From an optimization exercise on the open Yosys and OpenROAD flow, aimed at small area, a short achievable clock period and few clock cycles per item; shortcuts taken in it are not production practice.
No functional check of the RTL was part of any run shown here.

## flow/design.v (module list and top-level ports; edited modules follow where they fit)
// module loop_pv: 1373 lines
// module bk_add: 41 lines
// module bk_add2: 44 lines
module loop_pv (
    input  wire         clk,
    input  wire         rst,
    input  wire [511:0] coef_c,
    input  wire [79:0]  coef_s,
    input  wire [1:0]   bq_en,
    input  wire [30:0]  ilim,
    input  wire [31:0]  fe_max,
    input  wire         start,
    input  wire         pos_en,
    input  wire [63:0]  p_set,      
    input  wire [63:0]  pos_fb,     
    input  wire [63:0]  v_set,      
    input  wire [63:0]  a_set,      
    input  wire [31:0]  v_fb,       
    output reg          ready,
    output reg          done,
    output reg  [31:0]  ep,
    output reg  [31:0]  vref,
    output wire [31:0]  iqref,
    output reg          sat,
    output reg          sat_evt,
    output reg          fe
);
  // ...
==> flow/run.sh <==
#!/bin/bash
# synth_recipe.tcl (not shown) runs the flow's synth.tcl, then flattens the netlist and writes it again
# the make line also repeats each setting of config.mk as NAME=value (left out here)
make -C /OpenROAD-flow-scripts/flow DESIGN_CONFIG=/design/flow/config.mk WORK_HOME=/design/flow/orfs CLKGATE_MAP_FILE= SYNTH_SCRIPT=/design/flow/synth_recipe.tcl finish
==> flow/config.mk <==
export PLATFORM = sky130hd
export DESIGN_NAME = loop_pv
export DESIGN_NICKNAME = loop_pv
export VERILOG_FILES = /design/flow/design.v
export SDC_FILE = /design/flow/constraint.sdc
export NUM_CORES = 4
export LEC_CHECK = 0
export ABC_AREA = 1
export CAP_MARGIN = 20
export CORE_MARGIN = 2
export CORE_UTILIZATION = 40
export SLEW_MARGIN = 20
==> flow/constraint.sdc <==
create_clock -name core_clock -period 50.0 [get_ports {clk}]
set_input_delay 10.0000 -clock core_clock [delete_from_list [all_inputs] [get_ports {clk}]]
set_output_delay 10.0000 -clock core_clock [all_outputs]
set_load 0.01 [all_outputs]
==> impl_metrics.env, run 1 <==
export IMPL_yosys_warnings=8
export IMPL_crit_start="ilim_r[1]"
export IMPL_layout_commonest_cell="nand2_1"
export IMPL_io_buffers=983
export IMPL_antenna_found_initial=81
export IMPL_nWellTaps=2854
export IMPL_synth_simple_gate_area_frac=0.155
export IMPL_grt_max_degree=163
export IMPL_dp_cells=14200
export IMPL_multi_input_area_share=0.512
export IMPL_final_min_clock_period_ns=13.39
export IMPL_layout_common_cells="1953 x nand2_1, 1413 x inv_1, 982 x clkdlybuf4s50_1"
export IMPL_track_usage=0.355
export IMPL_synth_area_top_cells="edfxtp_1 21%, fa_1 13%, dfxtp_1 9.2%, nand2_1 8.4%, ha_1 7.9%"
export IMPL_synth_compound_area_frac=0.152
export IMPL_die_y_um=472
export IMPL_endpoint="prod[62]"
export IMPL_clkSlewWorstSetupHoldPaths_ns=0.06
export IMPL_r2r_cells=53
export IMPL_ant_nets=0
export IMPL_setup_tns_ns=0
export IMPL_cts_sinks=1011
export IMPL_chipWidth_um=472
export IMPL_status="finished clean"
export IMPL_fill_cells=21200
export IMPL_max_clock_freq_ghz=0.0747
export IMPL_nNonClkBuffers=1189
export IMPL_maxSlewViolCount=0
export IMPL_worst_path_most_repeated_cell="nand2_1"
export IMPL_drt_pass1_iter_count=8
export IMPL_synth_common_cells="1959 x nand2_1, 1418 x inv_1, 885 x o21ai_0, 730 x xor2_1, 719 x nor2_1"
export IMPL_synth_edf_count=609
export IMPL_yosysMostFrequentCell="nand2_1"
export IMPL_initial_core_util=0.403
export IMPL_synthAdderAreaFrac=0.209
export IMPL_hold_path_endpoint="ms2[2]"
export IMPL_drcViolationCount=0
export IMPL_drt_iter0_drc=9652
==> run 2: changes to the inputs <==
--- a/flow/design.v
+++ b/flow/design.v
@@ -1183,18 +1183,17 @@
     wire bm_s493 = bm_s434 ^ bm_c433 ^ 1'b1;
     wire bm_c493 = (bm_s434 & bm_c433) | (bm_s434 & 1'b1) | (bm_c433 & 1'b1);
     wire bm_s494 = bm_pp15[31] ^ ~bm_pp14[33] ^ bm_c434;
     wire bm_c494 = (bm_pp15[31] & ~bm_pp14[33]) | (bm_pp15[31] & bm_c434) | (~bm_pp14[33] & bm_c434);
     wire bm_s495 = bm_pp15[32] ^ 1'b1;
     wire bm_c495 = bm_pp15[32] & 1'b1;
     wire [64:0] bm_r0 = {1'b1, bm_c495, bm_c494, bm_c493, bm_c492, bm_c491, bm_c490, bm_c489, bm_c488, bm_c487, bm_c486, bm_c485, bm_c484, bm_c483, bm_c482, bm_c481, bm_c480, bm_c479, bm_c478, bm_c477, bm_c476, bm_c475, bm_c474, bm_c473, bm_c472, bm_c471, bm_c470, bm_c469, bm_c468, bm_c467, bm_c466, bm_c465, bm_c464, bm_c463, bm_c462, bm_c461, bm_c460, bm_c459, bm_c458, bm_c457, bm_c456, bm_c455, bm_c454, bm_c453, bm_c452, bm_c451, bm_c450, bm_c449, bm_c448, bm_c447, bm_c446, bm_c445, bm_c444, bm_c443, bm_c442, bm_c441, bm_c440, bm_c439, bm_c438, bm_c437, bm_c436, bm_c435, bm_s435, bm_pp0[1], bm_pp0[0]};
     wire [64:0] bm_r1 = {1'b0, ~bm_pp15[33], bm_s495, bm_s494, bm_s493, bm_s492, bm_s491, bm_s490, bm_s489, bm_s488, bm_s487, bm_s486, bm_s485, bm_s484, bm_s483, bm_s482, bm_s481, bm_s480, bm_s479, bm_s478, bm_s477, bm_s476, bm_s475, bm_s474, bm_s473, bm_s472, bm_s471, bm_s470, bm_s469, bm_s468, bm_s467, bm_s466, bm_s465, bm_s464, bm_s463, bm_s462, bm_s461, bm_s460, bm_s459, bm_s458, bm_s457, bm_s456, bm_s455, bm_s454, bm_s453, bm_s452, bm_s451, bm_s450, bm_s449, bm_s448, bm_s447, bm_s446, bm_s445, bm_s444, bm_s443, bm_s442, bm_s441, bm_s440, bm_s439, bm_s438, bm_s437, bm_s436, bm_pp0[2], 1'b0, bm_neg0};
-    wire [64:0] prod_n;
-    bk_add #(65) bm_cpa (.a(bm_r0), .b(bm_r1), .ci(1'b0), .s(prod_n), .co());
+    wire [64:0] prod_n = bm_r0 + bm_r1;
     wire        [4:0]  k    = {~ms2[4], ms2[3:0]};        
     wire        [95:0] w    = {{31{prod[64]}}, prod} << k;
     reg  [16:0] same;
     integer j;
     always @* begin
         same[0] = 1'b1;
         for (j = 1; j <= 16; j = j + 1)
             same[j] = same[j-1] && (prod[64-j] == prod[64]);
==> run 2 against run 1 <==
  * Still clean on timing, DRC and antenna
  * Cell count rose by 10%
  * Clock skew increased by 0.024 ns
  * Flip-flop and latch count stayed put
  * First-iteration DRC count is 15% higher
  * Global-route usage increased by 0.27 points
  * Worst setup slack improved by 0.89 ns
  * Hold slack got worse by 0.0019 ns
  * Final area rose by 5.4%
  * Sequential share of layout area fell by 1.3 points
==> impl_metrics.env, run 2 <==
export IMPL_status="finished clean"
export IMPL_dp_cells=15600
export IMPL_synth_fp_nets=14100
export IMPL_synth_simple_gate_area_frac=0.186
export IMPL_synth_area_top_cells="edfxtp_1 20%, fa_1 12%, nand2_1 9.8%, dfxtp_1 8.7%, inv_1 7.9%"
export IMPL_synth_top_family_by_area="adder cells"
export IMPL_ant_nets=0
export IMPL_syn_inst=12000
export IMPL_grt_max_degree=92
export IMPL_cp_end_kind="register"
export IMPL_ys_seq_area_frac=0.283
export IMPL_maxSlewViolCount=0
export IMPL_numCtsBuffers=114
export IMPL_r2r_cells=54
export IMPL_drt_pass1_iter_count=7
export IMPL_track_usage=0.358
export IMPL_layout_common_cells="2416 x nand2_1, 1946 x inv_1, 982 x clkdlybuf4s50_1"
export IMPL_initial_core_util=0.403
export IMPL_rows=176
export IMPL_finalHoldViolCount=0
export IMPL_cp_slowest_cell="fa_1"
export IMPL_antenna_found_initial=98
export IMPL_yosys_warnings=8
export IMPL_setup_tns_ns=0
export IMPL_finalInstanceArea_um2=110000
export IMPL_die_y_um=486
export IMPL_max_slew_margin_rel=0.0870
export IMPL_synthAdderAreaFrac=0.191
export IMPL_insertion_delay_ns=0.83
export IMPL_cts_hold_buf=0
export IMPL_place_ws_ns=37.86
export IMPL_yosysMostFrequentCell="nand2_1"
export IMPL_critical_path_buf_inv_count=12
export IMPL_synth_area_um2=93000
export IMPL_fin_nets=14800
export IMPL_syn_avg_cell_area_um2=7.72
export IMPL_chipWidth_um=486
export IMPL_crit_cells=54
export IMPL_async_reset_ff_frac=0
export IMPL_rsz0062_at_grt="false"
export IMPL_synth_common_cells="2423 x nand2_1, 1953 x inv_1, 865 x o21ai_0, 746 x nand3_1, 660 x xor2_1"
export IMPL_drv_cap=0
export IMPL_overflow=0
export IMPL_io_buffers=983
export IMPL_cp_required_ns=50.65
export IMPL_wl_per_cell_um=27.4
export IMPL_grt_pass1_wl_um=617000
export IMPL_cp_data_arrival_time_ns=13.15
export IMPL_syn_to_final_growth_pct=18.5
export IMPL_postCtsSetupRepairBufs=0
export IMPL_synth_edf_count=609
export IMPL_avgViaCountPerCell=5.71
export IMPL_max_clock_freq_ghz=0.0800
export IMPL_routabilityCongestion=1.03
export IMPL_fill_cells=22700
export IMPL_place_hpwl_um=336000
export IMPL_fin_worst_skew_ns=0.0818
export IMPL_finalCritPeriodShare=0.250
export IMPL_clkSlewWorstSetupHoldPaths_ns=0.06
export IMPL_hold_depth=0
export IMPL_synth_ff_type="edfxtp_1"
export IMPL_synth_cell_type_count=66
export IMPL_worst_setup_path_start_kind="register"
export IMPL_final_cells=15900
export IMPL_placed_area_um2=106000
export IMPL_post_route_util=0.478
export IMPL_synthMuxAreaShare=0.0100
export IMPL_holdWs_ns=0.330
export IMPL_die_area_um2=236000
export IMPL_drive_gt1_frac=0.0418
export IMPL_slowest_delay_ns=0.77
export IMPL_ys_seq_elements=1011
export IMPL_path_class="reg -> reg"
export IMPL_synth_top_cell_by_area="edfxtp_1"
export IMPL_path_delay_family="simple AND/OR/NAND/NOR gates"
export IMPL_drt_iter0_drc=11100
export IMPL_tightest_slew_ns=1.36
export IMPL_ios=1050
export IMPL_finalWirelength_um=436000
export IMPL_cts_max_level=3
export IMPL_num_vias=90800
export IMPL_drcViolationCount=0
export IMPL_setup_violations=0
export IMPL_coreArea_um2=231000
export IMPL_synth_xor_area_share=0.0737
export IMPL_cts_tree="yes"
export IMPL_final_min_clock_period_ns=12.50
export IMPL_synth_top_cell_area_share=0.197
export IMPL_hold_path_class="reg -> reg"
export IMPL_cp_max_fo=32
export IMPL_setup_ws_ns=37.50
export IMPL_grt_pass1_vias=88700
export IMPL_cts_sinks=1011
export IMPL_cts_path_max_buffers=3
export IMPL_reg_top3="acc x65, i_int x65, prod x65"
export IMPL_synth_compound_area_frac=0.147
export IMPL_worst_path_most_repeated_cell="nand2_1"
export IMPL_layout_commonest_cell="nand2_1"
export IMPL_cts_root_buf="clkbuf_16"
export IMPL_cts_resized=0
## run 2: final cells by class
cell class / count / area (um2) / share of cell area
clock buffers: 169 / 3370 / 0.0306
flip-flops and latches: 1011 / 26400 / 0.239
well taps: 3026 / 3790 / 0.0344
diodes: 83 / 208 / 0.00188
inverters: 2001 / 7520 / 0.0682
multi-input cells: 8369 / 56800 / 0.515
clock inverters: 47 / 647 / 0.00587
repair buffers: 1211 / 11500 / 0.105
## run 2: kinds of logic after synthesis
logic type                 count (synthesis)
and+or+nand+nor                         4038
buffers and inverters                   2662
AOI/OAI and AO/OA                       2362
adders and majority gates               1094
DFF                                     1011
xor gates and xnor gates                 782
muxes                                     93
## run 2: metal layers
| layer | wire, um | up-vias | share of wire | global-route usage |
|---|---|---|---|---|
| met1 | 167000 | 43600 | 0.38 | 0.450 |
| met4 | 30300 | 30 | 0.070 | 0.217 |
| li1 | - | 40900 | - | - |
| met2 | 188000 | 5194 | 0.43 | 0.541 |
| met3 | 49900 | 1076 | 0.11 | 0.104 |
| met5 | 210 | - | 0.00048 | 0 |
## run 2: path summary, 6_finish.rpt
path              endpoint  slack [ns]      start
setup reg to reg  prod[62]       37.50  ilim_r[1]
setup / recovery  prod[62]       37.50  ilim_r[1]
hold / removal      ms2[4]        0.33      ms[4]
hold reg to reg     ms2[4]        0.33      ms[4]

## separate check: timing with driven ports
No port has a modelled driver above. Below, the same layouts with a new extraction and two added sets of constraints.
Step 1 assumes that a clkbuf_16 drives the clock port and a buf_2 every other input.
Step 2 adds t to the input delays and takes it off the output delays; t is the mean of the earliest and latest rising clock arrival at the registers after step 1. Input paths then give back, and output paths get back, about the clock's delay inside the block.
Slacks: no drivers / after step 1 / after step 2; pairs: no drivers / after step 1.
run	t (ns)	setup WS [ns]	clock arrival spread, ns	pins driven straight from the clock port
run 1	0.893	36.609 / 36.609 / 36.609	0.058 / 0.059	1
run 2	0.867	37.502 / 37.476 / 37.502	0.083 / 0.083	1
After both steps every run listed still meets setup and hold.
